This design comes from an exercise in tuning for small area on the open sky130 flow, not from production work. RTL that was checked went through simulation tests only; none was proved equivalent to the original. Only the layout flow was run in run 1; the RTL was not checked for function there. Power is estimated from default activity; no workload was simulated.

File: run.sh
#!/bin/bash
# synth_recipe.tcl (not shown) runs the flow's synth.tcl, then flattens the netlist and writes it again
# the make line also repeats each setting of config.mk as NAME=value (left out here)
make -C /OpenROAD-flow-scripts/flow DESIGN_CONFIG=/design/flow/config.mk WORK_HOME=/design/flow/orfs CLKGATE_MAP_FILE= SYNTH_SCRIPT=/design/flow/synth_recipe.tcl finish
File: config.mk
export PLATFORM = sky130hd
export DESIGN_NAME = sd_channel
export DESIGN_NICKNAME = sd_channel
export VERILOG_FILES = /design/flow/design.v
export SDC_FILE = /design/flow/constraint.sdc
export NUM_CORES = 4
export LEC_CHECK = 0
export CAP_MARGIN = 20
export CORE_MARGIN = 2
export CORE_UTILIZATION = 40
export CTS_BUF_LIST = sky130_fd_sc_hd__clkbuf_8
export CTS_CLUSTER_DIAMETER = 60
export CTS_CLUSTER_SIZE = 16
export SLEW_MARGIN = 20
File: constraint.sdc
create_clock -name core_clock -period 10.0 [get_ports {clk}]
set_input_delay 2.0000 -clock core_clock [delete_from_list [all_inputs] [get_ports {clk}]]
set_output_delay 2.0000 -clock core_clock [all_outputs]
set_load 0.01 [all_outputs]
File: design.v
module sd_div #(
  parameter W = 9             
) (
  input  wire         first,
  input  wire [W-1:0] init,   
  input  wire [W-1:0] rem,    
  input  wire         in,     
  input  wire [W:0]   dm1,    
  output wire [W-1:0] rem_n,
  output wire         q
);
  wire [W-1:0] prev = first ? init : rem;
  wire [W:0]   t    = {prev, in};
  wire [W+1:0] s    = {1'b0, t} + {1'b1, ~dm1};    
  assign q     = ~s[W+1];
  assign rem_n = q ? s[W-1:0] : t[W-1:0];
endmodule
module sd_add #(
  parameter W = 8
) (
  input  wire [W-1:0] a,
  input  wire [W-1:0] b,
  input  wire         ci,
  output wire [W-1:0] s,
  output wire         co
);
  wire [W:0] c;
  assign c[0] = ci;
  genvar i;
  generate
    for (i = 0; i < W; i = i + 1) begin : g_bit
      assign s[i]   = a[i] ^ b[i] ^ c[i];
      assign c[i+1] = (a[i] & b[i]) | (c[i] & (a[i] ^ b[i]));
    end
  endgenerate
  assign co = c[W];
endmodule
module sd_channel (
  input  wire        clk,
  input  wire        rst,
  input  wire        start,
  input  wire [9:0]  osr,
  input  wire [6:0]  fosr,
  input  wire [3:0]  qual,
  input  wire        en_hi,
  input  wire        en_lo,
  input  wire [15:0] hi,
  input  wire [15:0] lo,
  input  wire        bit_valid,
  input  wire        bit_in,
  output wire        main_valid,
  output wire [23:0] main_code,
  output wire        main_ovr,
  output wire        fast_valid,
  output wire [15:0] fast_code,
  output wire        trip_hi,
  output wire        trip_lo,
  output reg         lost
);
  reg  [9:0]  rm1;        
  reg  [6:0]  f;
  reg  [3:0]  qu;
  reg         cen_hi, cen_lo;
  reg  [15:0] thr_hi, thr_lo;
  always @(posedge clk) begin
    if (start) begin
      rm1    <= osr_m1;
      f      <= fosr;
      qu     <= qual;
      cen_hi <= en_hi;
      cen_lo <= en_lo;
      thr_hi <= hi;
      thr_lo <= lo;
    end
  end
  wire [9:0] osr_m1;
  wire [6:0] fm1;
  sd_add #(.W(10)) u_osr_m1 (.a(osr), .b(10'h3ff), .ci(1'b0), .s(osr_m1), .co());
  sd_add #(.W(7))  u_fm1    (.a(f),   .b(7'h7f),   .ci(1'b0), .s(fm1),    .co());
  reg running;
  wire take = running && bit_valid;
  reg       have_last;
  reg       last_bit;
  reg [8:0] run_len;
  wire       same  = have_last && (bit_in == last_bit);
  wire       stuck = same && (run_len == 9'd255);
  wire       eval  = take && !stuck;
  always @(posedge clk) begin
    if (rst) begin
      running <= 1'b0;
      lost    <= 1'b0;
    end else if (start) begin
      running <= 1'b1;
      lost    <= 1'b0;
    end else if (take && stuck) begin
      running <= 1'b0;
      lost    <= 1'b1;
    end
  end
  wire [8:0] run_inc;
  sd_add #(.W(9)) u_run (.a(run_len), .b(9'd0), .ci(1'b1), .s(run_inc), .co());
  always @(posedge clk) begin
    if (start) begin
      have_last <= 1'b0;
      run_len   <= 9'd0;
    end else if (take) begin
      have_last <= 1'b1;
      last_bit  <= bit_in;
      run_len   <= same ? run_inc : 9'd0;
    end
  end
  reg       pbit;         
  reg       upd;          
  reg       va, vb, vf;   
  reg [6:0] nb;           
  reg       wr;           
  wire       nb_ge_f, nb_ge_2f, nb_ge_2fm2;
  wire [6:0] nb_inc;
  sd_add #(.W(7)) u_nbf   (.a(nb), .b(~f), .ci(1'b1), .s(), .co(nb_ge_f));
  sd_add #(.W(8)) u_nb2f  (.a({1'b0, nb}), .b(~{f, 1'b0}), .ci(1'b1), .s(), .co(nb_ge_2f));
  sd_add #(.W(8)) u_nb2f2 (.a({1'b0, nb}), .b(~{fm1, 1'b0}), .ci(1'b1), .s(), .co(nb_ge_2fm2));
  sd_add #(.W(7)) u_nbi   (.a(nb), .b(7'd0), .ci(1'b1), .s(nb_inc), .co());
  always @(posedge clk) begin
    if (rst) upd <= 1'b0;
    else     upd <= eval;
    if (eval) begin
      pbit <= bit_in;
      va   <= wr || nb_ge_f;
      vb   <= wr || nb_ge_2f;
      vf   <= wr || nb_ge_2fm2;
    end
    if (start) begin
      nb <= 7'd0;
      wr <= 1'b0;
    end else if (eval) begin
      nb <= nb_inc;
      if (nb == 7'd127) wr <= 1'b1;
    end
  end
  reg [127:0] hx;
  reg [6:0]   tc;
  reg         hw;         
  reg         pa, pb;     
  wire [6:0] v, ua, ub, tc_inc;
  sd_add #(.W(7)) u_v   (.a(nb), .b(~tc), .ci(1'b1), .s(v), .co());
  sd_add #(.W(7)) u_ua  (.a(v), .b(~f), .ci(1'b1), .s(ua), .co());
  sd_add #(.W(7)) u_ub  (.a(v), .b(~{f[5:0], 1'b0}), .ci(1'b1), .s(ub), .co());
  sd_add #(.W(7)) u_tci (.a(tc), .b(7'd0), .ci(1'b1), .s(tc_inc), .co());
  wire       wm  = hw && (v[4:0] == 5'd1);
  always @(posedge clk) begin
    if (rst) tc <= 7'd0;
    else     tc <= tc_inc;
    hx <= {hx[0], hx[127:1]};
    if (wm) begin
      case (v[6:5])
        2'd0: hx[127] <= pbit;
        2'd1: hx[31]  <= pbit;
        2'd2: hx[63]  <= pbit;
        default: hx[95] <= pbit;
      endcase
    end
    if (rst || start) hw <= 1'b0;
    else if (eval)    hw <= 1'b1;
    else if (wm)      hw <= 1'b0;
    if (ua[4:0] == 5'd0) pa <= hx[{ua[6:5], 5'd0}];
    if (ub[4:0] == 5'd0) pb <= hx[{ub[6:5], 5'd0}];
  end
  reg [8:0]  dd;
  reg [13:0] x2;
  wire [3:0]  delta = {2'b00, pbit, 1'b0} - 4'd1
                    - (va ? (pa ? 4'd2 : 4'd14) : 4'd0)
                    + (vb ? (pb ? 4'd1 : 4'd15) : 4'd0);
  wire [8:0]  dd_n;
  wire [13:0] x2_n;
  sd_add #(.W(9))  u_dd (.a(dd), .b({{5{delta[3]}}, delta}), .ci(1'b0), .s(dd_n), .co());
  sd_add #(.W(14)) u_x2 (.a(x2), .b({{5{dd_n[8]}}, dd_n}), .ci(1'b0), .s(x2_n), .co());
  always @(posedge clk) begin
    if (start) begin
      dd <= 9'd0;
      x2 <= 14'd0;
    end else if (upd) begin
      dd <= dd_n;
      x2 <= x2_n;
    end
  end
  reg [4:0] fc;           
  wire [4:0] fc_dec;
  sd_add #(.W(5)) u_fcd (.a(fc), .b(5'h1f), .ci(1'b0), .s(fc_dec), .co());
  always @(posedge clk) begin
    if (rst)             fc <= 5'd0;
    else if (upd && vf)  fc <= 5'd27;
    else if (fc != 5'd0) fc <= fc_dec;
  end
  wire       ffirst = fc == 5'd27;
  wire       fsgn   = x2[13];
  wire [4:0] fk     = fc - 5'd21;
  wire       fin    = (fc >= 5'd21) ? x2[fk[2:0]] : 1'b0;
  wire [6:0] fp     = x2[13:7];
  wire [6:0] fpf;
  sd_add #(.W(7)) u_fpf (.a(fp), .b(f), .ci(1'b0), .s(fpf), .co());
  wire [6:0] finit1 = fsgn ? fpf : fp;
  reg  [5:0]  fr1, fr2;
  reg  [3:0]  fr3;
  reg  [15:0] fsr;
  wire [5:0]  fr1_n, fr2_n;
  wire [3:0]  fr3_n;
  wire        fq1, fq2, fq3;
  sd_div #(.W(6)) u_f1 (.first(ffirst), .init(finit1[5:0]), .rem(fr1), .in(fin),
                        .dm1(fm1), .rem_n(fr1_n), .q(fq1));
  sd_div #(.W(6)) u_f2 (.first(ffirst), .init(fsgn ? fm1[5:0] : 6'd0), .rem(fr2), .in(fq1),
                        .dm1(fm1), .rem_n(fr2_n), .q(fq2));
  sd_div #(.W(4)) u_f3 (.first(ffirst), .init(fsgn ? 4'd13 : 4'd0), .rem(fr3), .in(fq2),
                        .dm1(5'd13), .rem_n(fr3_n), .q(fq3));
  always @(posedge clk) begin
    fr1 <= fr1_n;
    fr2 <= fr2_n;
    fr3 <= fr3_n;
    fsr <= {fsr[14:0], fq3};
  end
  wire        finex = (fr1_n != 6'd0) || (fr2_n != 6'd0);
  reg         fcar;
  always @(posedge clk)
    fcar <= fsgn ? ({1'b0, fr3_n} + 5'd6 + finex >= 5'd14) : (fr3_n >= 4'd7);
  wire [16:0] fres  = {fsgn, fsr} + fcar;
  wire        fovf  = fres[16] ^ fres[15];
  wire [15:0] fcode = fovf ? (fres[16] ? 16'h8000 : 16'h7fff) : fres[15:0];
  assign fast_valid = fc == 5'd1;
  assign fast_code  = fcode;
  reg [4:0] hrun, lrun;
  wire [4:0] hrun_inc, lrun_inc;
  sd_add #(.W(5)) u_hri (.a(hrun), .b(5'd0), .ci(1'b1), .s(hrun_inc), .co());
  sd_add #(.W(5)) u_lri (.a(lrun), .b(5'd0), .ci(1'b1), .s(lrun_inc), .co());
  wire above = cen_hi && ($signed(fcode) >= $signed(thr_hi));
  wire below = cen_lo && ($signed(fcode) <= $signed(thr_lo));
  assign trip_hi = above && (hrun == {1'b0, qu});
  assign trip_lo = below && (lrun == {1'b0, qu});
  always @(posedge clk) begin
    if (start) begin
      hrun <= 5'd0;
      lrun <= 5'd0;
    end else if (fast_valid) begin
      hrun <= above ? (hrun[4] ? hrun : hrun_inc) : 5'd0;
      lrun <= below ? (lrun[4] ? lrun : lrun_inc) : 5'd0;
    end
  end
  reg  [4:0] mf;
  wire [4:0] mf_inc;
  sd_add #(.W(5)) u_mfi (.a(mf), .b(5'd0), .ci(1'b1), .s(mf_inc), .co());
  wire       mf0  = mf == 5'd0;
  wire       fend = mf == 5'd28;
  always @(posedge clk) begin
    if (rst) mf <= 5'd0;
    else     mf <= fend ? 5'd0 : mf_inc;
  end
  reg mpend, mact, mbit;
  always @(posedge clk) begin
    if (rst || start) begin
      mpend <= 1'b0;
      mact  <= 1'b0;
    end else begin
      if (fend) mact <= mpend;
      if (eval)      mpend <= 1'b1;
      else if (fend) mpend <= 1'b0;
    end
    if (fend) mbit <= pbit;
  end
  reg clr, clr2;
  always @(posedge clk) begin
    if (start) begin
      clr  <= 1'b1;
      clr2 <= 1'b0;
    end else if (clr && fend) begin
      if (clr2) clr <= 1'b0;
      clr2 <= 1'b1;
    end
  end
  reg [9:0] pc;           
  reg [1:0] ndec;         
  reg [6:0] mdc;
  wire [9:0] pc_dec;
  wire [6:0] mdc_dec;
  sd_add #(.W(10)) u_pcd (.a(pc), .b(10'h3ff), .ci(1'b0), .s(pc_dec), .co());
  sd_add #(.W(7))  u_mdd (.a(mdc), .b(7'h7f), .ci(1'b0), .s(mdc_dec), .co());          
  wire      mdec = pc == 10'd2;
  wire      fill = mact && mdec;
  reg [28:0] i1, i2, i3, z1, z2, z3;
  reg [28:0] xs;
  reg        c1, c2, c3, e1, e2, e3;
  reg        icy;         
  wire       inc, icin;
  wire ci1 = mf0 ? mbit : c1;        
  wire n1  = i1[0] ^ ~mbit ^ ci1;
  wire co1 = (i1[0] & ~mbit) | (i1[0] & ci1) | (~mbit & ci1);
  wire ci2 = mf0 ? 1'b0 : c2;
  wire n2  = i2[0] ^ n1 ^ ci2;
  wire co2 = (i2[0] & n1) | (i2[0] & ci2) | (n1 & ci2);
  wire ci3 = mf0 ? 1'b0 : c3;
  wire n3  = i3[0] ^ n2 ^ ci3;
  wire co3 = (i3[0] & n2) | (i3[0] & ci3) | (n2 & ci3);
  wire bi1 = mf0 ? 1'b1 : e1;        
  wire m1  = n3 ^ ~z3[0] ^ bi1;
  wire eo1 = (n3 & ~z3[0]) | (n3 & bi1) | (~z3[0] & bi1);
  wire bi2 = mf0 ? 1'b1 : e2;
  wire m2  = m1 ^ ~z1[0] ^ bi2;
  wire eo2 = (m1 & ~z1[0]) | (m1 & bi2) | (~z1[0] & bi2);
  wire bi3 = mf0 ? 1'b1 : e3;
  wire m3  = m2 ^ ~z2[0] ^ bi3;
  wire eo3 = (m2 & ~z2[0]) | (m2 & bi3) | (~z2[0] & bi3);
  wire       mfirst = mdc == 7'd85;
  wire       msg    = xs[28];
  wire       min    = (mdc >= 7'd58) && xs[27];
  wire [8:0] minit  = msg ? rm1[8:0] : 9'd0;
  reg  [8:0] mr1, mr2, mr3;
  reg  [3:0] mr4;
  wire [8:0] mr1_n, mr2_n, mr3_n;
  wire [3:0] mr4_n;
  wire       mq1, mq2, mq3, mq4;
  sd_div #(.W(9)) u_m1 (.first(mfirst), .init(minit), .rem(mr1), .in(min),
                        .dm1(rm1), .rem_n(mr1_n), .q(mq1));
  sd_div #(.W(9)) u_m2 (.first(mfirst), .init(minit), .rem(mr2), .in(mq1),
                        .dm1(rm1), .rem_n(mr2_n), .q(mq2));
  sd_div #(.W(9)) u_m3 (.first(mfirst), .init(minit), .rem(mr3), .in(mq2),
                        .dm1(rm1), .rem_n(mr3_n), .q(mq3));
  sd_div #(.W(4)) u_m4 (.first(mfirst), .init(msg ? 4'd13 : 4'd0), .rem(mr4), .in(mq3),
                        .dm1(5'd13), .rem_n(mr4_n), .q(mq4));
  always @(posedge clk) begin
    c1 <= co1; c2 <= co2; c3 <= co3;
    e1 <= eo1; e2 <= eo2; e3 <= eo3;
    i1 <= {clr ? 1'b0 : (mact ? n1 : i1[0]), i1[28:1]};
    i2 <= {clr ? 1'b0 : (mact ? n2 : i2[0]), i2[28:1]};
    i3 <= {clr ? 1'b0 : (mact ? n3 : i3[0]), i3[28:1]};
    z3 <= {clr ? 1'b0 : (fill ? n3 : z3[0]), z3[28:1]};
    z1 <= {fill ? m1 : z1[0], z1[28:1]};
    z2 <= {fill ? m2 : z2[0], z2[28:1]};
    xs <= fill ? {m3, xs[28:1]} : inc ? {xs[0] ^ icin, xs[28:1]} : {xs[27:0], mq4};
    icy <= icin & xs[0];
    mr1 <= mr1_n;
    mr2 <= mr2_n;
    mr3 <= mr3_n;
    mr4 <= mr4_n;
  end
  always @(posedge clk) begin
    if (start) begin
      pc   <= osr_m1;
      ndec <= 2'd0;
    end else if (mact && fend) begin
      pc <= (pc == 10'd0) ? rm1 : pc_dec;
      if (mdec && ndec != 2'd2) ndec <= ndec + 2'd1;
    end
    if (rst)                                       mdc <= 7'd0;
    else if (mact && fend && mdec && ndec == 2'd2) mdc <= 7'd85;
    else if (mdc != 7'd0)                          mdc <= mdc_dec;
  end
  wire        minex = (mr1 != 9'd0) || (mr2 != 9'd0) || (mr3 != 9'd0);
  wire        mcar  = msg ? ({1'b0, mr4} + 5'd6 + minex >= 5'd14) : (mr4 >= 4'd7);
  assign inc  = (mdc <= 7'd30) && (mdc >= 7'd2);
  assign icin = (mdc == 7'd30) ? mcar : icy;
  wire        movf  = xs[24] ^ xs[23];
  reg [1:0] mch;          
  always @(posedge clk) begin
    if (start)           mch <= 2'b00;
    else if (main_valid) mch <= {mch[0], movf};
  end
  assign main_valid = mdc == 7'd1;
  assign main_code  = movf ? (xs[24] ? 24'h800000 : 24'h7fffff) : xs[23:0];
  assign main_ovr   = movf || (mch != 2'b00);
endmodule
==> impl_results.md, run 1 <==
* Sw Pwr at 0.00220 W
* Maximum root-to-sink buffer count at 3
* FILL cells at 4921
* Flop pwr share at 41.6%
* Fmax at 132 MHz
* Post-route setup TNS at 0 ns
* Flops & latches, synth at 562
* Ys async rst share at 0%
* Synth Cell Area at 21800 um2
* Total power divided by cell area at 267 nW/um2
* Clock power frac at 20.6%
* Max-Cap Viols at 0
* Seq/Total Area, Yosys at 55.0%
* EDFF count, synth at 73
* Sw Ratio at 33.5%
* FP Rows at 85
* Yosys warns at 1
* Starting Density at 40.5%
* Maximum VDD drop at 162 uV
* GRT overflow at 0
* Final Cycle Share at 75.7%
* Count of pins over their slew limit at 0
* Critical path class: reg2out
* Top-count cell post-synth: dfxtp_1
* Int Pwr at 0.00436 W
* Post-DR wirelength/cell at 14.6 um
* Critical path capture point type: primary output
* Core area at 53800 um2
* Most used flip-flop cell after synthesis: dfxtp_1
* Avg Cell Area, Syn at 11.8 um2
* Worst-margin pin slew at 1.02 ns
* Starting DRT DRC Count at 477
* Post-DP HPWL at 27500 um
* Netlist cell types at 82
* PostCTS Resize Cnt at 0
* Post CTS Setup Buffer Count at 0
* Layout cells sized above 1 at 9.26%
* Mapped Nets at 2128
* Worst Path Required at 8.00 ns
* Gate count after technology mapping at 1845
* Cts bufs inserted at 49
* Full die area at 56400 um2
* P&R area growth vs syn at 12.6%
* # nets final at 2244
* DRC at 0
* Critical path arrival at 5.57 ns
* Clk_skew at 0.0436 ns
* Final ANT Viol Nets at 0
* Largest cells by area after synthesis: dfxtp_1, edfxtp_1, ha_1
* Final worst setup slack at 2.43 ns
* Routed wire length at 39300 um
* Leakage power at 10.4 nW
* Final instance area at 24500 um2
* Fin crit period at 7.57 ns
* Detailed Routing Iterations Pass 1 at 5
* Hold-fix buffers, CTS at 0
* H-tree levels at 2
* First-pass GRT wire length at 66000 um
* Comb power frac at 37.8%
* Top cells by count, synth: dfxtp_1, ha_1, inv_1
* Relative slew margins at 32.1%
* Vias in the first global route at 13158
* Final hold slack at 0.296 ns
* RSZ-0062 raised after global routing: no
* GP Congestion at 0.816
* Outcome: no timing/DRC/antenna violations
* Boundary Pins at 106
* Area post-placement at 23600 um2
* Area leader, netlist: dfxtp_1
* Initial antenna violation count at 0
* Reg area at 12000 um2
* Clk_lat worst skew at 0.66 ns
* PortBufs at 105
* Clock sinks at 562
* GRT Resource Usage Total at 14.2%
* Via/cell ratio at 4.82
* Clk slew on worst S/H paths at 0.10 ns
* CTS tree: yes
* Crit path launch type: flop
* Largest net degree at the start of global routing at 52
* Top-area cell type share of the netlist area at 44.9%
* Multi-input gate area at 8960 um2
* Post-Place Setup Slack at 2.57 ns
* DIE WIDTH at 237 um
* Routed vias at 12939
* DIE HEIGHT at 237 um
* N_diodes at 0
* Max FO, Critical Path at 17
* Root buffer cell: clkbuf_8
* Hold Vio Cnt, Final at 0
* Final setup fails at 0
* Worst min path class: reg2reg
power groups by stage:
| stage | Combinational [W] | Sequential, W | Clock (W) |
|---|---|---|---|
| finish | 0.00248 | 0.00273 | 0.00135 |
| global route | 0.00277 | 0.00276 | 0.00150 |
| CTS | 0.00249 | 0.00273 | 0.00142 |
| detailed placement | 0.00247 | 0.00278 | 0 |
| global placement | 0.00242 | 0.00277 | 0 |
| floorplan | 0.00181 | 0.00271 | 0 |
layer usage:
| metal | GRT usage (%) | share of wire (%) | vias to the layer above |
|---|---|---|---|
| met5 | 0 | 0 | - |
| met4 | 3.77 | 2.0 | 0 |
| met3 | 2.75 | 3.3 | 56 |
| met2 | 23.6 | 46 | 136 |
| met1 | 19.1 | 48 | 6198 |
| li1 | - | - | 6549 |
layout by cell type, fill, tap and decap left out, types with 49 or more instances in the layout:
cell type,instances
edfxtp_1,73
dfxtp_1,489
fa_1,50
clkdlybuf4s50_1,104
ha_1,173
xnor2_1,49
inv_1,165
nor2_1,123
nand2_1,93
clkbuf_8,51
a21oi_1,87
final timing paths:
check | from | endpoint | slack (ns) | cells past startpoint
min | z3[7] | z3[6] | 0.30 | 0
min reg2reg | z3[7] | z3[6] | 0.30 | 0
max reg2reg | mdc[1] | mr3[1] | 2.53 | 27
max | x2[13] | trip_lo | 2.43 | 10
state kept, by name, summed over array words and instances, names as in the netlist, 29 cells and up:
signal / cells
xs: 29
z2: 29
i1: 29
z3: 29
i3: 29
z1: 29
hx: 128
i2: 29
stage by stage:
| step | total power (W) | cells | util [%] |
|---|---|---|---|
| 6_report | 0.00656 | 2682 | 45.6 |
| 3_3_place_gp | 0.00519 | 2605 | 43.8 |
| 5_1_grt | 0.00704 | 2682 | 45.6 |
| 4_1_cts | 0.00664 | 2681 | 45.5 |
| 3_5_place_dp | 0.00525 | 2605 | 43.8 |
| 2_1_floorplan | 0.00453 | 1845 | - |
area by class of cell:
type	instances	area share, %
sequential	562	48.8
tap	696	3.55
inverter	164	2.51
clock inverter	25	1.06
timing repair buffer	116	4.69
clock buffer	51	2.86
multi-input combinational	1068	36.5
logic make-up (layout without fill, tap and decap cells):
group	after synthesis	in the layout	share of synthesized area, %
AOI/OAI and AO/OA	300	300	9.63
muxes	87	87	5.04
and+or+nand+nor	380	380	8.68
xor gates and xnor gates	78	78	3.20
DFF	562	562	55.0
adders and majority gates	223	223	14.5
buffers and inverters	215	356	3.97
worst max-delay path, cell delays in order, from the launching register on:
cell and delay, ns:
dfxtp_1 0.79, inv_1 0.45, a32oi_2 0.93, a21oi_1 0.31, ha_1 0.42, nand4_1 0.18, nor4_1 0.43, a31oi_1 0.15
a211oi_2 0.46, and3_1 0.25, clkdlybuf4s50_1 0.54
==> inputs of run 2 (changes only) <==
--- a/design.v
+++ b/design.v
@@ -80,8 +80,8 @@
   reg running;
   wire take = running && bit_valid;
-  reg       have_last;
-  reg       last_bit;
-  reg [8:0] run_len;
-  wire       same  = have_last && (bit_in == last_bit);
+  reg        pbit;        
+  reg  [8:0] run_len;
+  wire       have_last;
+  wire       same  = have_last && (bit_in == pbit);
   wire       stuck = same && (run_len == 9'd255);
   wire       eval  = take && !stuck;
@@ -101,18 +101,12 @@
   sd_add #(.W(9)) u_run (.a(run_len), .b(9'd0), .ci(1'b1), .s(run_inc), .co());
   always @(posedge clk) begin
-    if (start) begin
-      have_last <= 1'b0;
-      run_len   <= 9'd0;
-    end else if (take) begin
-      have_last <= 1'b1;
-      last_bit  <= bit_in;
-      run_len   <= same ? run_inc : 9'd0;
-    end
+    if (start)     run_len <= 9'd0;
+    else if (take) run_len <= same ? run_inc : 9'd0;
   end
-  reg       pbit;         
   reg       upd;          
   reg       va, vb, vf;   
   reg [6:0] nb;           
   reg       wr;           
+  assign have_last = wr || (nb != 7'd0);
   wire       nb_ge_f, nb_ge_2f, nb_ge_2fm2;
   wire [6:0] nb_inc;
==> run 2 against run 1 <==
Compared with the run above: wire length rose by 1.5%; final area fell by 0.48%; critical endpoint is now mr3[7]; cell count fell by 0.82%; fmax fell by 7.7%; clock-buffer cell count rose by 1; via count fell by 0.15%; hold slack improved by 0.012 ns; setup slack got worse by 0.63 ns; sequential power barely moved; die area fell by 0.65%; clock skew fell by 0.011 ns.
==> impl_results.md, run 2 <==
* Top-count cell post-synth: dfxtp_1 (unchanged)
* Simple-gate area share of the yosys netlist at 8.02% (was 8.68%)
* Layout cells sized above 1 at 9.67% (was 9.26%)
* Boundary Pins at 106 (unchanged)
* Critical path class: reg2reg (was reg2out)
* Hold-fix buffers, CTS at 0 (unchanged)
* Final Non-Filler Cells at 2660 (was 2682)
* Post-synthesis mux area share at 5.35% (was 5.04%)
* GRT overflow at 0 (unchanged)
* Post-synthesis compound-gate area fraction at 9.61% (was 9.63%)
* First-pass GRT wire length at 66900 um (was 66000 um)
* FP Rows at 85 (unchanged)
* Detailed Routing Iterations Pass 1 at 5 (unchanged)
* Most frequent cells in the layout: dfxtp_1, ha_1, inv_1, nor2_1, clkdlybuf4s50_1 (unchanged)
* Max incr delay on CP at 0.44 ns (was 0.93 ns)
* Root buffer cell: clkbuf_8 (unchanged)
* Maximum VDD drop at 123 uV (was 162 uV)
* N_diodes at 0 (unchanged)
* Largest cells by area after synthesis: dfxtp_1, ha_1, edfxtp_1 (was dfxtp_1, edfxtp_1, ha_1)
* Count of pins over their slew limit at 0 (unchanged)
* Largest family of logic cells by synthesized area: adder cells (unchanged)
* Top-area cell type share of the netlist area at 45.1% (was 44.9%)
* P&R area growth vs syn at 12.8% (was 12.6%)
* Starting DRT DRC Count at 603 (was 477)
* EDFF count, synth at 72 (was 73)
* Final instance area at 24400 um2 (was 24500 um2)
* GRT Resource Usage Total at 14.5% (was 14.2%)
* Post-DR wirelength/cell at 15.0 um (was 14.6 um)
* DRC at 0 (unchanged)
* Outcome: no timing/DRC/antenna violations (unchanged)
* Critical path capture point type: flop (was primary output)
* Post-route setup TNS at 0 ns (unchanged)
* Netlist cell types at 75 (was 82)
* Worst min path class: reg2reg (unchanged)
* Initial antenna violation count at 0 (unchanged)
* Post-Synth Adder-Cell Area at 14.7% (was 14.5%)
* Mapped Nets at 2100 (was 2128)
* Crit path launch type: flop (unchanged)
* Met2 GRT Util at 24.5% (was 23.6%)
* Most Crowded Layer GR: met2 (unchanged)
* Gate count after technology mapping at 1816 (was 1845)
* Largest net degree at the start of global routing at 49 (was 52)
* Cell mode on critical path: o21ai_1
* Worst Path Required at 10.54 ns (was 8.00 ns)
* Maximum root-to-sink buffer count at 3 (unchanged)
* Yosys warns at 1 (unchanged)
* CTS tree: yes (unchanged)
* PostCTS Resize Cnt at 0 (unchanged)
* Top cells by count, synth: dfxtp_1, ha_1, inv_1 (unchanged)
* Worst path slowest cell: fa_1 (was a32oi_2)
* Post-DP HPWL at 28000 um (was 27500 um)
* RSZ-0062 raised after global routing: no (unchanged)
* Fin crit period at 8.20 ns (was 7.57 ns)
* Clk_lat worst skew at 0.65 ns (was 0.66 ns)
* Total power divided by cell area at 271 nW/um2 (was 267 nW/um2)
* Max-Cap Viols at 0 (unchanged)
* Post CTS Setup Buffer Count at 0 (unchanged)
* Worst-margin pin slew at 1.08 ns (was 1.02 ns)
* Routed vias at 12919 (was 12939)
* PortBufs at 105 (unchanged)
* Dpl cells at 2581 (was 2605)
* Cts bufs inserted at 48 (was 49)
* Area leader, netlist: dfxtp_1 (unchanged)
* Met3 Use GR at 2.18% (was 2.75%)
* Clk slew on worst S/H paths at 0.10 ns (about the same)
* Final ANT Viol Nets at 0 (unchanged)
* Avg Cell Area, Syn at 11.9 um2 (was 11.8 um2)
* Biggest register: hx (unchanged)
* GP Congestion at 0.825 (was 0.816)
* Via/cell ratio at 4.86 (was 4.82)
* Final Cycle Share at 82.0% (was 75.7%)
* DIE WIDTH at 237 um (about the same)
* Max FO, Critical Path at 19 (was 17)
* Area post-placement at 23400 um2 (was 23600 um2)
* Most used flip-flop cell after synthesis: dfxtp_1 (unchanged)
* Final setup fails at 0 (unchanged)
* Critical path arrival at 8.74 ns (was 5.57 ns)
* H-tree levels at 2 (unchanged)
* Routed wire length at 39900 um (was 39300 um)
* Vias in the first global route at 13273 (was 13158)
* Seq/Total Area, Yosys at 55.1% (was 55.0%)
* Fmax at 122 MHz (was 132 MHz)
* DIE HEIGHT at 237 um (about the same)
* Most common cell after layout, fill and taps aside: dfxtp_1 (unchanged)
* Hold Vio Cnt, Final at 0 (unchanged)
* Synth Cell Area at 21700 um2 (was 21800 um2)
* # nets final at 2219 (was 2244)
* Final worst setup slack at 1.80 ns (was 2.43 ns)
* Flops & latches, synth at 560 (was 562)
* Clk_skew at 0.0323 ns (was 0.0436 ns)
* Ys async rst share at 0% (unchanged)
* Clock sinks at 560 (was 562)
* Relative slew margins at 27.5% (was 32.1%)
* Leakage power at 10.3 nW (was 10.4 nW)
* XOR/XNOR share of the synthesized area at 3.30% (was 3.20%)
* Starting Density at 40.3% (was 40.5%)
* Post-Place Setup Slack at 1.89 ns (was 2.57 ns)
* Core area at 53700 um2 (was 53800 um2)
* Full die area at 56000 um2 (was 56400 um2)
* Met1 Use GR at 18.9% (was 19.1%)
* Max reg flops at 128 (unchanged)
run 2: cell count changes after synthesis, sizes merged, moves of 5 or more:
cell,previous run,this run
nand3,28,17
nand2,95,85
o21ai,51,42
nor2,126,119
xnor2,49,56
clkbuf,31,25
nand2b,14,8
nand4,12,18
a21o,44,49
and3,10,5
xor2,28,23
run 2: cells by family after synthesis:
group | Yosys count
compound gates | 299
xor+xnor | 80
fa+ha+maj | 224
buf+inv | 211
flops | 560
mux | 93
simple gates | 349
run 2: worst paths after layout:
kind | end | cells after the start | startpoint | slack [ns]
hold / removal | z3[11] | 0 | z3[12] | 0.31
setup reg to reg | mr3[7] | 29 | mdc[1] | 1.80
hold reg to reg | z3[11] | 0 | z3[12] | 0.31
setup / recovery | mr3[7] | 29 | mdc[1] | 1.80
run 2: routing by layer:
layer / up-vias / wire length [um]
met5: - / 0
met4: 0 / 1070
met3: 75 / 1160
met2: 153 / 18800
met1: 6212 / 18900
li1: 6479 / -
run 2: area by class of cell:
class | count | area, um2
Clock buffer | 52 | 716
Clock inverter | 27 | 277
Fill cell | 4888 | 29300
Inverter | 164 | 616
Multi-Input combinational cell | 1045 | 8880
Sequential cell | 560 | 11900
Tap cell | 696 | 871
Timing Repair Buffer | 116 | 1130
run 2: worst max-delay path: cells and delay by family (launching register included):
kind,cells,cell delay [ns]
DFF,1,0.39
adders and majority gates,6,2.12
AOI/OAI and AO/OA,16,3.78
buffers and inverters,3,0.66
and+or+nand+nor,3,0.70
muxes,1,0.43
run 2: report_power, final:
part           switching [W]  total, W  internal [W]
clock               0.000776   0.00136      0.000584
sequential          0.000197   0.00273       0.00254
combinational        0.00124   0.00252       0.00127
run 2: per-stage QoR:
stage / hold slack, ns / total power (W) / utilization, %
6_report: 0.308 / 0.00661 / 45.5
2_1_floorplan: 0.310 / 0.00458 / -
5_1_grt: 0.325 / 0.00707 / 45.5
3_5_place_dp: 0.312 / 0.00530 / 43.6
4_1_cts: 0.318 / 0.00669 / 45.5
3_3_place_gp: 0.312 / 0.00524 / 43.6
==> inputs of run 3 (changes only) <==
--- a/design.v
+++ b/design.v
@@ -12,6 +12,8 @@
   wire [W-1:0] prev = first ? init : rem;
   wire [W:0]   t    = {prev, in};
-  wire [W+1:0] s    = {1'b0, t} + {1'b1, ~dm1};    
-  assign q     = ~s[W+1];
+  wire [W:0]   s;                                   
+  wire         c;
+  sd_add #(.W(W+1)) u_sub (.a(t), .b(~dm1), .ci(1'b0), .s(s), .co(c));
+  assign q     = c;
   assign rem_n = q ? s[W-1:0] : t[W-1:0];
 endmodule
==> run 3 against run 2 <==
Compared with the run above: the layout now fails sign-off (setup timing); first-iteration DRC count up 1.0%; combinational power fell by 16%; synthesized area down 3.4%; final area is 1.6% lower; cell count shrank 2.8%; critical path type unchanged.
==> impl_results.md, run 3 <==
* Count of pins over their slew limit at 0 (unchanged)
* Top-area cell type share of the netlist area at 46.7% (was 45.1%)
* Max incr delay on CP at 0.43 ns (was 0.44 ns)
* Flop pwr share at 43.9% (was 41.4%)
* Relative slew margins at 43.5% (was 27.5%)
* Comb power frac at 34.2% (was 38.1%)
* Post-DR wirelength/cell at 14.4 um (was 15.0 um)
* Clk_skew at 0.0255 ns (was 0.0323 ns)
* Maximum VDD drop at 116 uV (was 123 uV)
* Int Pwr at 0.00416 W (was 0.00439 W)
* RSZ-0062 raised after global routing: yes (was no)
* Final Cycle Share at 103% (was 82.0%)
* Root buffer cell: clkbuf_8 (unchanged)
* Initial antenna violation count at 0 (unchanged)
* Crit path launch type: flop (unchanged)
* Boundary Pins at 106 (unchanged)
* Clock power frac at 21.9% (was 20.6%)
* Core area at 51500 um2 (was 53700 um2)
* Max reg flops at 128 (unchanged)
* GRT overflow at 0 (unchanged)
* FP Rows at 83 (was 85)
* Max-Cap Viols at 0 (unchanged)
* Final instance area at 24000 um2 (was 24400 um2)
* Maximum root-to-sink buffer count at 3 (unchanged)
* Final worst setup slack at -0.266 ns (was 1.80 ns)
* Clock sinks at 560 (unchanged)
* EDFF count, synth at 72 (unchanged)
* Top cells by count, synth: dfxtp_1, inv_1, ha_1 (was dfxtp_1, ha_1, inv_1)
* Final Non-Filler Cells at 2585 (was 2660)
* Seq/Total Area, Yosys at 57.1% (was 55.1%)
* Critical path capture point type: flop (unchanged)
* Clk_lat worst skew at 0.64 ns (was 0.65 ns)
* Dpl cells at 2502 (was 2581)
* Area post-placement at 23000 um2 (was 23400 um2)
* Cell mode on critical path: fa_2 (was o21ai_1)
* Biggest register: hx (unchanged)
* Sw Pwr at 0.00205 W (was 0.00222 W)
* Critical path arrival at 10.79 ns (was 8.74 ns)
* Most frequent cells in the layout: dfxtp_1, inv_1, ha_1, nor2_1, clkdlybuf4s50_1 (was dfxtp_1, ha_1, inv_1, nor2_1, clkdlybuf4s50_1)
* Total power divided by cell area at 258 nW/um2 (was 271 nW/um2)
* Synth Cell Area at 20900 um2 (was 21700 um2)
* Flops & latches, synth at 560 (unchanged)
* Critical path class: reg2reg (unchanged)
* Detailed Routing Iterations Pass 1 at 5 (unchanged)
* Starting Density at 40.6% (was 40.3%)
* Core Util, Final at 46.7% (was 45.5%)
* GRT Resource Usage Total at 14.1% (was 14.5%)
* Most used flip-flop cell after synthesis: dfxtp_1 (unchanged)
* Sw Ratio at 33.0% (was 33.5%)
* Top-count cell post-synth: dfxtp_1 (unchanged)
* Final setup fails at 9 (was 0)
* Routed vias at 12275 (was 12919)
* Largest net degree at the start of global routing at 73 (was 49)
* FILL cells at 4788 (was 4888)
* Routed wire length at 37200 um (was 39900 um)
* Fin crit period at 10.27 ns (was 8.20 ns)
* DRC at 0 (unchanged)
* SO Faults: setup timing
* Layout cells sized above 1 at 11.4% (was 9.67%)
* Max FO, Critical Path at 3 (was 19)
* P&R area growth vs syn at 14.9% (was 12.8%)
* Full die area at 54100 um2 (was 56000 um2)
* Worst path slowest cell: fa_2 (was fa_1)
* N_diodes at 0 (unchanged)
* Yosys warns at 1 (unchanged)
* Largest cells by area after synthesis: dfxtp_1, edfxtp_1, ha_1 (was dfxtp_1, ha_1, edfxtp_1)
* Via/cell ratio at 4.75 (was 4.86)
* Starting DRT DRC Count at 609 (was 603)
* PnR Total Power at 0.00620 W (was 0.00661 W)
* Area leader, netlist: dfxtp_1 (unchanged)
* Worst min path class: reg2reg (unchanged)
* Hold-fix buffers, CTS at 0 (unchanged)
* PortBufs at 105 (unchanged)
* Gate count after technology mapping at 1736 (was 1816)
* Fmax at 97.4 MHz (was 122 MHz)
* Vias in the first global route at 12474 (was 13273)
* Outcome: failed sign-off (was no timing/DRC/antenna violations)
* Hold Vio Cnt, Final at 0 (unchanged)
* First-pass GRT wire length at 62700 um (was 66900 um)
* DIE WIDTH at 233 um (was 237 um)
* H-tree levels at 2 (unchanged)
* Post-route setup TNS at -1.73 ns (was 0 ns)
* Worst Path Required at 10.53 ns (was 10.54 ns)
* # nets final at 2157 (was 2219)
* GP Congestion at 0.802 (was 0.825)
* Netlist cell types at 65 (was 75)
* DIE HEIGHT at 233 um (was 237 um)
* Mapped Nets at 2017 (was 2100)
* Post-DP HPWL at 25700 um (was 28000 um)
* Cts bufs inserted at 50 (was 48)
* Leakage power at 10.1 nW (was 10.3 nW)
* Most common cell after layout, fill and taps aside: dfxtp_1 (unchanged)
* Clk slew on worst S/H paths at 0.10 ns (about the same)
* Final ANT Viol Nets at 0 (unchanged)
* CTS tree: yes (unchanged)
* Ys async rst share at 0% (unchanged)
* Worst-margin pin slew at 0.848 ns (was 1.08 ns)
* Avg Cell Area, Syn at 12.0 um2 (was 11.9 um2)
-- run 3: changes by cell type after synthesis, sizes merged, moves of 6 or more --
cell    previous run  this run
fa                50        78
a21oi            104        77
clkbuf            25        42
ha               174       143
o211ai             6         0
buf               22        10
inv              163       174
a22oi              1        24
a22o              30        10
xnor2             56        31
mux2i             25        51
nand2             85        71
o41ai              8         0
mux2              64        40
-- run 3: path summary, 6_finish.rpt --
| path | depth (start not counted) | slack (ns) | endpoint | from |
|---|---|---|---|---|
| setup / recovery | 41 | -0.27 | mr3[8] | mdc[1] |
| hold / removal | 0 | 0.31 | hx[39] | hx[40] |
| setup reg to reg | 41 | -0.27 | mr3[8] | mdc[1] |
| hold reg to reg | 0 | 0.31 | hx[39] | hx[40] |
-- run 3: worst max-delay path: cells and delay by family (launching register included) --
family	cells	cell delay, ns
buffers and inverters	9	0.47
adder cells (fa/ha/maj)	27	8.41
AO/OA/AOI/OAI	4	0.65
multiplexers	1	0.27
flip-flops	1	0.37
-- run 3: final cells by class --
cell class,instances,area (um2),share of cell area [%]
clock inverters,30,292,1.21
repair buffers,140,1330,5.52
clock buffers,51,702,2.92
multi-input cells,949,8270,34.4
inverters,175,662,2.75
well taps,680,851,3.54
flip-flops and latches,560,11900,49.7
-- run 3: cells by family (layout without fill, tap and decap cells) --
kind of cell,count (synthesis),after routing,synth area share [%]
buffers and inverters,227,396,4.16
adders and majority gates,221,221,16.0
muxes,95,95,5.03
and+or+nand+nor,321,321,7.38
DFF,560,560,57.1
xor gates and xnor gates,50,50,2.16
AOI/OAI and AO/OA,262,262,8.20
-- run 3: what timing repair did --
action                                  in CTS  in global routing
gates resized for setup                      6                  8
pin swaps                                    5                  3
setup buffers                                0                  0
endpoints found under the setup margin      10                 10
cloned                                       0                  1
-- run 3: routing by layer --
metal | share of wire (%) | vias to the layer above | routed length, um | GRT usage (%)
met5 | 0 | - | 0 | 0
met4 | 2.4 | 0 | 885 | 4.38
met3 | 3.3 | 66 | 1220 | 2.56
met2 | 46 | 141 | 16900 | 22.8
met1 | 49 | 5918 | 18100 | 19.3
li1 | - | 6150 | - | -
-- run 3: metrics by stage --
step | setup WS (ns) | hold WS (ns)
6_report | -0.266 | 0.310
5_1_grt | -0.586 | 0.333
4_1_cts | -0.306 | 0.311
3_5_place_dp | -0.415 | 0.312
3_3_place_gp | -0.245 | 0.312
2_1_floorplan | -0.437 | 0.310
-- run 3: power by group through the flow --
stage / sequential, W / clock, W / combinational (W)
3_3_place_gp: 0.00277 / 0 / 0.00206
5_1_grt: 0.00276 / 0.00151 / 0.00241
6_report: 0.00272 / 0.00136 / 0.00212
3_5_place_dp: 0.00277 / 0 / 0.00212
2_1_floorplan: 0.00271 / 0 / 0.00149
4_1_cts: 0.00272 / 0.00142 / 0.00214
==> inputs of run 4 (changes only) <==
==> flow/run.sh (new file) <==
#!/bin/bash
# The standard layout (the standard.sh, standard synthesis unchanged), with
# two placement/CTS choices passed to ORFS through its own variables:
#  - every input and output port is still buffered, by buf_1 rather than the
#    delay buffer buffer_ports picks by default;
#  - clock tree synthesis without dummy loads.
# make's full output goes to standard_flow.log; each ORFS step keeps its own
# log under orfs/logs/.
set -euo pipefail
export BUFFER_PORTS_ARGS="-buffer_cell sky130_fd_sc_hd__buf_1"
export CTS_ARGS="-sink_clustering_enable -repair_clock_nets -dont_use_dummy_load -sink_clustering_size 16 -sink_clustering_max_diameter 60 -buf_list sky130_fd_sc_hd__clkbuf_8"
bash standard.sh finish > standard_flow.log 2>&1
==> standard.sh (new file) <==
#!/bin/bash
# synth_recipe.tcl (not shown) runs the flow's synth.tcl, then flattens the netlist and writes it again
# the make line also repeats each setting of config.mk as NAME=value (left out here)
make -C /OpenROAD-flow-scripts/flow DESIGN_CONFIG=/design/flow/config.mk WORK_HOME=/design/flow/orfs CLKGATE_MAP_FILE= SYNTH_SCRIPT=/design/flow/synth_recipe.tcl "${@:-finish}"
removed: run.sh
==> run 4 against run 3 <==
Compared with the run above: still fails sign-off on setup timing; fmax up 0.39%; clock-buffer cell count down 3; register-to-register slack better by 0.04 ns; setup slack better by 0.039 ns; final area down 3.9%; global-route usage about the same; sequential power about the same; synthesized area unchanged; sequential cell count unchanged; via count down 0.79%; critical endpoint unchanged.
==> impl_results.md, run 4 <==
* Root buffer cell: clkbuf_8 (unchanged)
* Relative slew margins at 40.3% (was 43.5%)
* GP Congestion at 0.823 (was 0.802)
* Max reg flops at 128 (unchanged)
* Worst Path Required at 10.52 ns (was 10.53 ns)
* Flop pwr share at 47.0% (was 43.9%)
* Clk_skew at 0.0533 ns (was 0.0255 ns)
* Crit path launch type: flop (unchanged)
* Fmax at 97.8 MHz (was 97.4 MHz)
* Area post-placement at 22300 um2 (was 23000 um2)
* Worst path slowest cell: fa_2 (unchanged)
* Top cells by count, synth: dfxtp_1, inv_1, ha_1 (unchanged)
* Clk slew on worst S/H paths at 0.10 ns (about the same)
* Met3 wire len at 1640 um (was 1220 um)
* Maximum VDD drop at 131 uV (was 116 uV)
* Final ANT Viol Nets at 0 (unchanged)
* Clock power frac at 19.0% (was 21.9%)
* Core Util, Final at 44.8% (was 46.7%)
* Routed wire length at 37300 um (was 37200 um)
* Max incr delay on CP at 0.37 ns (was 0.43 ns)
* Top-count cell post-synth: dfxtp_1 (unchanged)
* Ys async rst share at 0% (unchanged)
* N_diodes at 0 (unchanged)
* Critical path class: reg2reg (unchanged)
* Post-DR wirelength/cell at 14.6 um (was 14.4 um)
* Starting Density at 40.6% (unchanged)
* Comb power frac at 34.0% (was 34.2%)
* Starting DRT DRC Count at 516 (was 609)
* Sw Ratio at 33.4% (was 33.0%)
* Final setup fails at 9 (unchanged)
* PortBufs at 105 (unchanged)
* GRT Resource Usage Total at 14.2% (was 14.1%)
* Routed vias at 12178 (was 12275)
* Outcome: failed sign-off (unchanged)
* Critical path capture point type: flop (unchanged)
* Top Layer Used: met4 (unchanged)
* Max FO, Critical Path at 4 (was 3)
* Clk_lat worst skew at 0.63 ns (was 0.64 ns)
* Maximum root-to-sink buffer count at 3 (unchanged)
* DIE HEIGHT at 233 um (unchanged)
* Largest net degree at the start of global routing at 57 (was 73)
* Mapped Nets at 2017 (unchanged)
* Leakage power at 9.68 nW (was 10.1 nW)
* Int Pwr at 0.00387 W (was 0.00416 W)
* Seq/Total Area, Yosys at 57.1% (unchanged)
* Largest cells by area after synthesis: dfxtp_1, edfxtp_1, ha_1 (unchanged)
* Biggest register: hx (unchanged)
* Hold-fix buffers, CTS at 0 (unchanged)
* EDFF count, synth at 72 (unchanged)
* DIE WIDTH at 233 um (unchanged)
* WL met1 at 18100 um (about the same)
* Max-Cap Viols at 0 (unchanged)
* Flops & latches, synth at 560 (unchanged)
* Most frequent cells in the layout: dfxtp_1, inv_1, ha_1, nor2_1, buf_1 (was dfxtp_1, inv_1, ha_1, nor2_1, clkdlybuf4s50_1)
* Boundary Pins at 106 (unchanged)
* Area leader, netlist: dfxtp_1 (unchanged)
* Count of pins over their slew limit at 0 (unchanged)
* Yosys warns at 1 (unchanged)
* Netlist cell types at 65 (unchanged)
* Avg Cell Area, Syn at 12.0 um2 (unchanged)
* Worst min path class: reg2reg (unchanged)
* Core area at 51500 um2 (unchanged)
* FP Rows at 83 (unchanged)
* Post-DP HPWL at 26100 um (was 25700 um)
* Layout cells sized above 1 at 10.5% (was 11.4%)
* Final Cycle Share at 102% (was 103%)
* DR WL met2 at 16800 um (was 16900 um)
* Full die area at 54100 um2 (unchanged)
* SO Faults: setup timing (unchanged)
* Hold Vio Cnt, Final at 0 (unchanged)
* Vias in the first global route at 12376 (was 12474)
* Initial antenna violation count at 0 (unchanged)
* First-pass GRT wire length at 62300 um (was 62700 um)
* Fin crit period at 10.23 ns (was 10.27 ns)
* GRT overflow at 0 (unchanged)
* Cts bufs inserted at 48 (was 50)
* Top-area cell type share of the netlist area at 46.7% (unchanged)
* DRC at 0 (unchanged)
* Critical path arrival at 10.74 ns (was 10.79 ns)
* Most common cell after layout, fill and taps aside: dfxtp_1 (unchanged)
* Final worst setup slack at -0.227 ns (was -0.266 ns)
* # nets final at 2159 (was 2157)
* Final instance area at 23100 um2 (was 24000 um2)
* Detailed Routing Iterations Pass 1 at 4 (was 5)
* Gate count after technology mapping at 1736 (unchanged)
* Worst-margin pin slew at 0.895 ns (was 0.848 ns)
* Synth Cell Area at 20900 um2 (unchanged)
* Total power divided by cell area at 251 nW/um2 (was 258 nW/um2)
* Sw Pwr at 0.00194 W (was 0.00205 W)
* CTS tree: yes (unchanged)
* Clock sinks at 560 (unchanged)
* Via/cell ratio at 4.76 (was 4.75)
* Cell mode on critical path: fa_2 (unchanged)
* RSZ-0062 raised after global routing: yes (unchanged)
* H-tree levels at 2 (unchanged)
* P&R area growth vs syn at 10.4% (was 14.9%)
* Most used flip-flop cell after synthesis: dfxtp_1 (unchanged)
[run 4: cell count changes in the layout (fill, tap and decap cells not counted), sizes merged]
cell,delta
clkinv,-6
inv,-20
bufinv,-2
buf,+107
clkbuf,-2
clkdlybuf4s50,-104
clkinvlp,-2
[run 4: final cells by class]
class | count | area (um2)
multi-input cells | 949 | 8280
fillers | 4814 | 28400
inverters | 175 | 662
well taps | 680 | 851
repair buffers | 144 | 702
flip-flops and latches | 560 | 11900
clock buffers | 48 | 661
[run 4: timing repair]
action,4_1_cts,5_1_grt
gates cloned,1,0
buffers inserted,1,1
gates resized for setup,16,1
pin swaps,9,5
setup endpoints to repair,10,10
hold endpoints to repair,0,0
[run 4: path summary, 6_finish.rpt]
check / start / endpoint / slack, ns / cells past startpoint
worst min-delay path: i1[15] / i1[14] / 0.28 / 0
worst min register to register: i1[15] / i1[14] / 0.28 / 0
worst max-delay path: mdc[5] / mr3[8] / -0.23 / 44
worst max register to register: mdc[5] / mr3[8] / -0.23 / 44
[run 4: kinds of logic (layout without fill, tap and decap cells)]
kind of cell,Yosys count,count (layout),share of synthesized area (%)
compound gates,262,262,8.20
fa+ha+maj,221,221,16.0
xor+xnor,50,50,2.16
mux,95,95,5.03
buf+inv,227,367,4.16
flops,560,560,57.1
simple gates,321,321,7.38
[run 4: power groups by stage]
stage	clock, W	combinational, W	sequential [W]
2_1_floorplan	0	0.00149	0.00271
3_3_place_gp	0	0.00189	0.00277
4_1_cts	0.00117	0.00200	0.00273
6_report	0.00110	0.00197	0.00273
5_1_grt	0.00125	0.00225	0.00276
3_5_place_dp	0	0.00196	0.00277
[run 4: critical path, delay by kind of cell, from the launching register on]
kind	cells	cell delay [ns]
fa+ha+maj	26	7.99
buf+inv	10	0.59
flops	1	0.34
simple gates	3	0.44
compound gates	4	0.43
mux	1	0.33
[run 4: stage by stage]
step | hold slack (ns) | instances | total power [W] | setup TNS [ns] | setup WS (ns)
3_5_place_dp | 0.312 | 2505 | 0.00473 | -3.21 | -0.374
4_1_cts | 0.285 | 2555 | 0.00589 | -1.60 | -0.239
2_1_floorplan | 0.310 | 1736 | 0.00420 | -2.36 | -0.437
3_3_place_gp | 0.312 | 2505 | 0.00466 | -2.19 | -0.255
5_1_grt | 0.285 | 2556 | 0.00627 | -4.77 | -0.537
6_report | 0.284 | 2556 | 0.00580 | -1.56 | -0.227
[run 4: per-layer routing]
layer / up-vias / track usage (%)
li1: 6121 / -
met1: 5828 / 19.4
met2: 177 / 22.5
met3: 52 / 3.32
met4: 0 / 4.06
met5: - / 0
==> inputs of run 5 (changes only) <==
--- a/design.v
+++ b/design.v
@@ -12,8 +12,6 @@
   wire [W-1:0] prev = first ? init : rem;
   wire [W:0]   t    = {prev, in};
-  wire [W:0]   s;                                   
-  wire         c;
-  sd_add #(.W(W+1)) u_sub (.a(t), .b(~dm1), .ci(1'b0), .s(s), .co(c));
-  assign q     = c;
+  wire [W+1:0] s    = {1'b0, t} + {1'b1, ~dm1};    
+  assign q     = ~s[W+1];
   assign rem_n = q ? s[W-1:0] : t[W-1:0];
 endmodule
==> run 5 against run 4 <==
Compared with the run above: now clean on timing, DRC and antenna; cell count rose by 2.9%; clock-buffer cell count fell by 1; die area rose by 3.5%; fmax rose by 29%; final area rose by 1.5%; sequential share of layout area fell by 0.76 points; non-clock buffer count fell by 27; synthesized cell count rose by 4.6%; total power rose by 5.9%; register-to-register slack improved by 2.3 ns.
==> impl_results.md, run 5 <==
* Outcome: no timing/DRC/antenna violations (was failed sign-off)
* Max FO, Critical Path at 29 (was 4)
* DIE WIDTH at 237 um (was 233 um)
* Post-DR wirelength/cell at 14.9 um (was 14.6 um)
* Mapped Nets at 2100 (was 2017)
* Area leader, netlist: dfxtp_1 (unchanged)
* Core area at 53700 um2 (was 51500 um2)
* EDFF count, synth at 72 (unchanged)
* CTS tree: yes (unchanged)
* Synth Cell Area at 21700 um2 (was 20900 um2)
* Leakage power at 9.84 nW (was 9.68 nW)
* Initial antenna violation count at 0 (unchanged)
* Vias in the first global route at 13134 (was 12376)
* Sw Pwr at 0.00210 W (was 0.00194 W)
* FILL cells at 4957 (was 4814)
* Clk_skew at 0.0907 ns (was 0.0533 ns)
* Final ANT Viol Nets at 0 (unchanged)
* Crit path buffers/inverters at 3 (was 10)
* Final setup fails at 0 (was 9)
* Post-route setup TNS at 0 ns (was -1.56 ns)
* Area post-placement at 22800 um2 (was 22300 um2)
* Fin crit period at 7.90 ns (was 10.23 ns)
* PostCTS Resize Cnt at 0 (was 16)
* Final Cycle Share at 79.0% (was 102%)
* Worst r2r src: mdc[1] (was mdc[5])
* Maximum root-to-sink buffer count at 3 (unchanged)
* Final instance area at 23400 um2 (was 23100 um2)
* Hold-fix buffers, CTS at 0 (unchanged)
* Netlist cell types at 75 (was 65)
* Full die area at 56000 um2 (was 54100 um2)
* Detailed Routing Iterations Pass 1 at 8 (was 4)
* Hold Crit Start: hx[112] (was i1[15])
* # nets final at 2219 (was 2159)
* Cts bufs inserted at 47 (was 48)
* Max reg flops at 128 (unchanged)
* Clk_lat worst skew at 0.64 ns (was 0.63 ns)
* Clock sinks at 560 (unchanged)
* Clock power frac at 17.7% (was 19.0%)
* Top-count cell post-synth: dfxtp_1 (unchanged)
* Layout cells sized above 1 at 8.64% (was 10.5%)
* Worst-margin pin slew at 1.07 ns (was 0.895 ns)
* Sw Ratio at 34.1% (was 33.4%)
* DRC at 0 (unchanged)
* Max incr delay on CP at 0.49 ns (was 0.37 ns)
* Int Pwr at 0.00405 W (was 0.00387 W)
* RSZ-0062 raised after global routing: no (was yes)
* Gate count after technology mapping at 1816 (was 1736)
* Largest cells by area after synthesis: dfxtp_1, ha_1, edfxtp_1 (was dfxtp_1, edfxtp_1, ha_1)
* Clk slew on worst S/H paths at 0.09 ns (was 0.10 ns)
* Root buffer cell: clkbuf_8 (unchanged)
* Hold Path End: hx[111] (was i1[14])
* Fmax at 127 MHz (was 97.8 MHz)
* R2R depth at 29 (was 44)
* Comb power frac at 37.7% (was 34.0%)
* Hold Vio Cnt, Final at 0 (unchanged)
* Flop2flop setup slack at 2.10 ns (was -0.23 ns)
* Terminus of the critical flop-to-flop path: mr3[0] (was mr3[8])
* Cell mode on critical path: o21ai_1 (was fa_2)
* Post-Place Setup Slack at 2.25 ns (was -0.374 ns)
* Yosys warns at 1 (unchanged)
* Boundary Pins at 106 (unchanged)
* Most common cell after layout, fill and taps aside: dfxtp_1 (unchanged)
* Final worst setup slack at 2.10 ns (was -0.227 ns)
* Flop pwr share at 44.5% (was 47.0%)
* Crit path launch type: flop (unchanged)
* Seq/Total Area, Yosys at 55.1% (was 57.1%)
* Routed wire length at 39200 um (was 37300 um)
* GP Congestion at 0.844 (was 0.823)
* Largest net degree at the start of global routing at 49 (was 57)
* GRT overflow at 0 (unchanged)
* P&R area growth vs syn at 8.19% (was 10.4%)
* PortBufs at 105 (unchanged)
* Post CTS Setup Buffer Count at 0 (was 1)
* Post-DP HPWL at 27600 um (was 26100 um)
* Routed vias at 12795 (was 12178)
* Worst path slowest cell: nand3_1 (was fa_2)
* Ys async rst share at 0% (unchanged)
* H-tree levels at 2 (unchanged)
* Avg Cell Area, Syn at 11.9 um2 (was 12.0 um2)
* Top-area cell type share of the netlist area at 45.1% (was 46.7%)
* Max-Cap Viols at 0 (unchanged)
* Relative slew margins at 28.2% (was 40.3%)
* Worst Path Required at 10.49 ns (was 10.52 ns)
* Starting DRT DRC Count at 604 (was 516)
* Biggest register: hx (unchanged)
* PnR Total Power at 0.00615 W (was 0.00580 W)
* N_diodes at 0 (unchanged)
* Top cells by count, synth: dfxtp_1, ha_1, inv_1 (was dfxtp_1, inv_1, ha_1)
* Starting Density at 40.3% (was 40.6%)
* Worst min path class: reg2reg (unchanged)
* Count of pins over their slew limit at 0 (unchanged)
* GRT Resource Usage Total at 14.3% (was 14.2%)
* Critical path class: reg2reg (unchanged)
* Maximum VDD drop at 98.7 uV (was 131 uV)
* Most used flip-flop cell after synthesis: dfxtp_1 (unchanged)
* DIE HEIGHT at 237 um (was 233 um)
* Crit path max-delay family: compound AO/OA/AOI/OAI gates (was adder cells)
* First-pass GRT wire length at 66100 um (was 62300 um)
* Via/cell ratio at 4.87 (was 4.76)
* FP Rows at 85 (was 83)
* Most frequent cells in the layout: dfxtp_1, ha_1, inv_1, nor2_1, buf_1 (was dfxtp_1, inv_1, ha_1, nor2_1, buf_1)
* Hold path cells at 0 (unchanged)
* Critical path arrival at 8.40 ns (was 10.74 ns)
* Critical path capture point type: flop (unchanged)
* Flops & latches, synth at 560 (unchanged)
* Total power divided by cell area at 262 nW/um2 (was 251 nW/um2)
run 5: cells by family after synthesis:
kind of cell               count (synthesis)  share of synthesized area (%)
AOI/OAI and AO/OA                        299                           9.61
muxes                                     93                           5.35
and+or+nand+nor                          349                           8.02
xor gates and xnor gates                  80                           3.30
adders and majority gates                224                           14.7
buffers and inverters                    211                           3.95
DFF                                      560                           55.1
run 5: final cells by class:
type	instances	area [um2]	share of cell area (%)
clock buffer	47	647	2.76
inverter	164	616	2.63
multi-input combinational	1045	8870	37.9
sequential	560	11900	50.9
tap	696	871	3.72
timing repair buffer	117	492	2.10
run 5: worst max-delay path by stage:
stage | to | slack (ns) | depth (start not counted) | from
global route | mr3[7] | 1.57 | 29 | mdc[1]
floorplan | x2[13] | 3.13 | 24 | vb
CTS | mr3[0] | 2.17 | 29 | mdc[1]
global placement | mr3[7] | 2.58 | 29 | mdc[1]
detailed placement | mr3[0] | 2.25 | 29 | mdc[1]
finish | mr3[0] | 2.10 | 29 | mdc[1]
run 5: metrics by stage:
step	std cells	hold slack (ns)	utilization, %
global route	2629	0.288	43.6
detailed placement	2581	0.312	42.4
CTS	2628	0.289	43.6
finish	2629	0.284	43.6
floorplan	1816	0.310	-
global placement	2581	0.311	42.4
run 5: metal layers:
layer	GRT usage [%]	routed length [um]	share of wire [%]	vias to the layer above
met5	0	0	0	-
met4	4.47	900	2.3	0
met3	2.89	1310	3.3	57
met2	23.9	18400	47	159
met1	18.7	18600	47	6138
li1	-	-	-	6441
run 5: power by group through the flow:
stage,logic (W),registers [W],clock network [W]
2_1_floorplan,0.00185,0.00272,0
5_1_grt,0.00260,0.00277,0.00123
3_3_place_gp,0.00225,0.00278,0
3_5_place_dp,0.00233,0.00279,0
6_report,0.00232,0.00274,0.00109
4_1_cts,0.00234,0.00274,0.00115
==> inputs of run 6 (changes only) <==
--- a/design.v
+++ b/design.v
@@ -276,5 +276,5 @@
   sd_add #(.W(10)) u_pcd (.a(pc), .b(10'h3ff), .ci(1'b0), .s(pc_dec), .co());
   sd_add #(.W(7))  u_mdd (.a(mdc), .b(7'h7f), .ci(1'b0), .s(mdc_dec), .co());          
-  wire      mdec = pc == 10'd2;
+  wire      mdec = pc == 10'd3;
   wire      fill = mact && mdec;
   reg [28:0] i1, i2, i3, z1, z2, z3;
@@ -336,5 +336,5 @@
   always @(posedge clk) begin
     if (start) begin
-      pc   <= osr_m1;
+      pc   <= 10'd0;
       ndec <= 2'd0;
     end else if (mact && fend) begin
--- a/config.mk
+++ b/config.mk
@@ -6,4 +6,5 @@
 export NUM_CORES = 4
 export LEC_CHECK = 0
+export ABC_AREA = 1
 export CAP_MARGIN = 20
 export CORE_MARGIN = 2
==> run 6 against run 5 <==
Compared with the run above: synthesized cell count grew 21%; critical path depth grew 7; fmax grew 5.2%; final area is essentially flat; total power shrank 3.5%; clock skew is essentially flat; critical endpoint is now mr3[3]; largest cell class unchanged; largest power group unchanged; highest routed layer unchanged.
==> impl_results.md, run 6 <==
* Final Cycle Share at 75.1% (was 79.0%)
* Relative slew margins at 36.0% (was 28.2%)
* Max incr delay on CP at 0.62 ns (was 0.49 ns)
* CTS tree: yes (unchanged)
* Routed wire length at 39500 um (was 39200 um)
* Maximum root-to-sink buffer count at 3 (unchanged)
* GP Congestion at 0.889 (was 0.844)
* Comb power frac at 36.9% (was 37.7%)
* Critical path capture point type: flop (unchanged)
* Cell mode on critical path: nand2_1 (was o21ai_1)
* Largest cells by area after synthesis: dfxtp_1, ha_1, edfxtp_1 (unchanged)
* DRC at 0 (unchanged)
* Post-route setup TNS at 0 ns (unchanged)
* Sw Pwr at 0.00219 W (was 0.00210 W)
* Clk slew on worst S/H paths at 0.10 ns (was 0.09 ns)
* Hold-fix buffers, CTS at 0 (unchanged)
* Netlist cell types at 53 (was 75)
* Post-DR wirelength/cell at 13.1 um (was 14.9 um)
* RSZ-0062 raised after global routing: no (unchanged)
* DIE HEIGHT at 236 um (was 237 um)
* Core Util, Final at 43.7% (was 43.6%)
* Area leader, netlist: dfxtp_1 (unchanged)
* Clk_lat worst skew at 0.65 ns (was 0.64 ns)
* Sw Ratio at 37.0% (was 34.1%)
* Cts bufs inserted at 47 (unchanged)
* Synth Cell Area at 21600 um2 (was 21700 um2)
* Flop pwr share at 44.8% (was 44.5%)
* Top cells by count, synth: dfxtp_1, inv_1, nand2_1 (was dfxtp_1, ha_1, inv_1)
* Biggest register: hx (unchanged)
* GRT overflow at 0 (unchanged)
* Seq/Total Area, Yosys at 54.8% (was 55.1%)
* PostCTS Resize Cnt at 0 (unchanged)
* FILL cells at 5237 (was 4957)
* Clock sinks at 560 (unchanged)
* Critical path arrival at 8.03 ns (was 8.40 ns)
* Via/cell ratio at 4.69 (was 4.87)
* Gate count after technology mapping at 2190 (was 1816)
* Met2 GRT Util at 23.3% (was 23.9%)
* PortBufs at 105 (unchanged)
* Root buffer cell: clkbuf_8 (unchanged)
* Crit path max-delay family: simple AND/OR/NAND/NOR gates (was compound AO/OA/AOI/OAI gates)
* Total power divided by cell area at 253 nW/um2 (was 262 nW/um2)
* N_diodes at 0 (unchanged)
* Leakage power at 10.4 nW (was 9.84 nW)
* Routed vias at 14101 (was 12795)
* Maximum VDD drop at 120 uV (was 98.7 uV)
* Most used flip-flop cell after synthesis: dfxtp_1 (unchanged)
* Reg area at 11800 um2 (was 11900 um2)
* Boundary Pins at 106 (unchanged)
* # nets final at 2600 (was 2219)
* H-tree levels at 2 (unchanged)
* PnR Total Power at 0.00593 W (was 0.00615 W)
* GRT Resource Usage Total at 14.5% (was 14.3%)
* Most frequent cells in the layout: dfxtp_1, inv_1, nand2_1, o21ai_0, ha_1 (was dfxtp_1, ha_1, inv_1, nor2_1, buf_1)
* Mapped Nets at 2475 (was 2100)
* Largest net degree at the start of global routing at 53 (was 49)
* Hold Vio Cnt, Final at 0 (unchanged)
* Count of pins over their slew limit at 0 (unchanged)
* Outcome: no timing/DRC/antenna violations (unchanged)
* Top-area cell type share of the netlist area at 46.2% (was 45.1%)
* Clock power frac at 18.3% (was 17.7%)
* DIE WIDTH at 236 um (was 237 um)
* Avg Cell Area, Syn at 9.86 um2 (was 11.9 um2)
* Layout cells sized above 1 at 3.63% (was 8.64%)
* P&R area growth vs syn at 8.41% (was 8.19%)
* Top-count cell post-synth: dfxtp_1 (unchanged)
* Flops & latches, synth at 560 (unchanged)
* Starting DRT DRC Count at 705 (was 604)
* Fmax at 133 MHz (was 127 MHz)
* Multi-input gate area at 8270 um2 (was 8870 um2)
* Worst Path Required at 10.52 ns (was 10.49 ns)
* Vias in the first global route at 13881 (was 13134)
* Int Pwr at 0.00374 W (was 0.00405 W)
* Met3 Use GR at 2.96% (was 2.89%)
* Detailed Routing Iterations Pass 1 at 5 (was 8)
* Starting Density at 40.3% (about the same)
* Core area at 53600 um2 (was 53700 um2)
* Final setup fails at 0 (unchanged)
* Most Crowded Layer GR: met2 (unchanged)
* Full die area at 55900 um2 (was 56000 um2)
* Max-Cap Viols at 0 (unchanged)
* EDFF count, synth at 62 (was 72)
* FP Rows at 85 (unchanged)
* Initial antenna violation count at 0 (unchanged)
* Post CTS Setup Buffer Count at 0 (unchanged)
* Max FO, Critical Path at 30 (was 29)
* Final ANT Viol Nets at 0 (unchanged)
* Worst min path class: reg2reg (unchanged)
* Yosys warns at 1 (unchanged)
* Critical path class: reg2reg (unchanged)
* Most common cell after layout, fill and taps aside: dfxtp_1 (unchanged)
* Fin crit period at 7.51 ns (was 7.90 ns)
* Crit path buffers/inverters at 2 (was 3)
* First-pass GRT wire length at 67100 um (was 66100 um)
* Post-DP HPWL at 28500 um (was 27600 um)
* Met1 Use GR at 19.3% (was 18.7%)
* Crit path launch type: flop (unchanged)
* Worst-margin pin slew at 0.957 ns (was 1.07 ns)
* Clk_skew at 0.0909 ns (was 0.0907 ns)
* Max reg flops at 128 (unchanged)
* Worst path slowest cell: inv_1 (was nand3_1)
* Ys async rst share at 0% (unchanged)
==> run 6: cell types whose count changed after synthesis, moves of 20 or more <==
cell,before,now
mux2_2,34,0
a21o_1,48,2
nand3_1,17,72
mux2_4,26,0
a22o_1,30,1
mux2i_1,25,2
xnor2_1,56,29
inv_1,163,353
a21oi_1,89,132
o21ai_0,34,178
nor2_1,116,136
nand2_1,85,284
==> run 6: kinds of logic (layout without fill, tap and decap cells) <==
kind of cell	Yosys count	in the layout	share of synthesized area (%)
adder cells (fa/ha/maj)	225	225	14.8
buffers and inverters	393	516	6.92
AO/OA/AOI/OAI	373	373	9.34
multiplexers	2	2	0.0927
flip-flops	560	560	54.8
XOR/XNOR	64	64	2.63
AND/OR/NAND/NOR	573	573	11.4
==> run 6: worst paths after layout <==
kind           from     end  cells past startpoint  slack, ns
max          mdc[1]  mr3[3]                     36       2.49
min          hx[47]  hx[46]                      0       0.28
max reg2reg  mdc[1]  mr3[3]                     36       2.49
min reg2reg  hx[47]  hx[46]                      0       0.28
==> run 6: area by class of cell <==
class / instances / share of cell area [%]
multi-input combinational: 1237 / 35.3
timing repair buffer: 112 / 1.91
sequential: 560 / 50.5
inverter: 357 / 5.72
tap: 696 / 3.72
clock buffer: 47 / 2.76
==> run 6: worst reg2reg max path: cells and delay by family (launching register included) <==
| family | cells | cell delay [ns] |
|---|---|---|
| AND/OR/NAND/NOR | 20 | 2.70 |
| adder cells (fa/ha/maj) | 6 | 2.20 |
| AO/OA/AOI/OAI | 8 | 1.42 |
| buffers and inverters | 2 | 0.70 |
| flip-flops | 1 | 0.35 |
==> run 6: routing by layer <==
metal | share of wire (%) | vias up
li1 | - | 7295
met1 | 48 | 6526
met2 | 45 | 205
met3 | 4.3 | 75
met4 | 2.8 | 0
met5 | 0 | -
==> run 6: power by group through the flow <==
| stage | Sequential (W) | Clock (W) | Combinational [W] |
|---|---|---|---|
| floorplan | 0.00267 | 0 | 0.00169 |
| global placement | 0.00270 | 0 | 0.00215 |
| detailed placement | 0.00271 | 0 | 0.00219 |
| CTS | 0.00266 | 0.00115 | 0.00221 |
| global route | 0.00269 | 0.00123 | 0.00256 |
| finish | 0.00266 | 0.00108 | 0.00219 |
==> run 6: per-stage QoR <==
| step | cell area [um2] | hold slack [ns] | setup WS (ns) | instances |
|---|---|---|---|---|
| after floorplan | 21600 | 0.310 | 3.11 | 2190 |
| after global placement | 22800 | 0.311 | 2.76 | 2961 |
| after detailed placement | 22800 | 0.312 | 2.53 | 2962 |
| after CTS | 23400 | 0.273 | 2.48 | 3009 |
| after global routing | 23400 | 0.283 | 1.51 | 3009 |
| final | 23400 | 0.285 | 2.49 | 3009 |
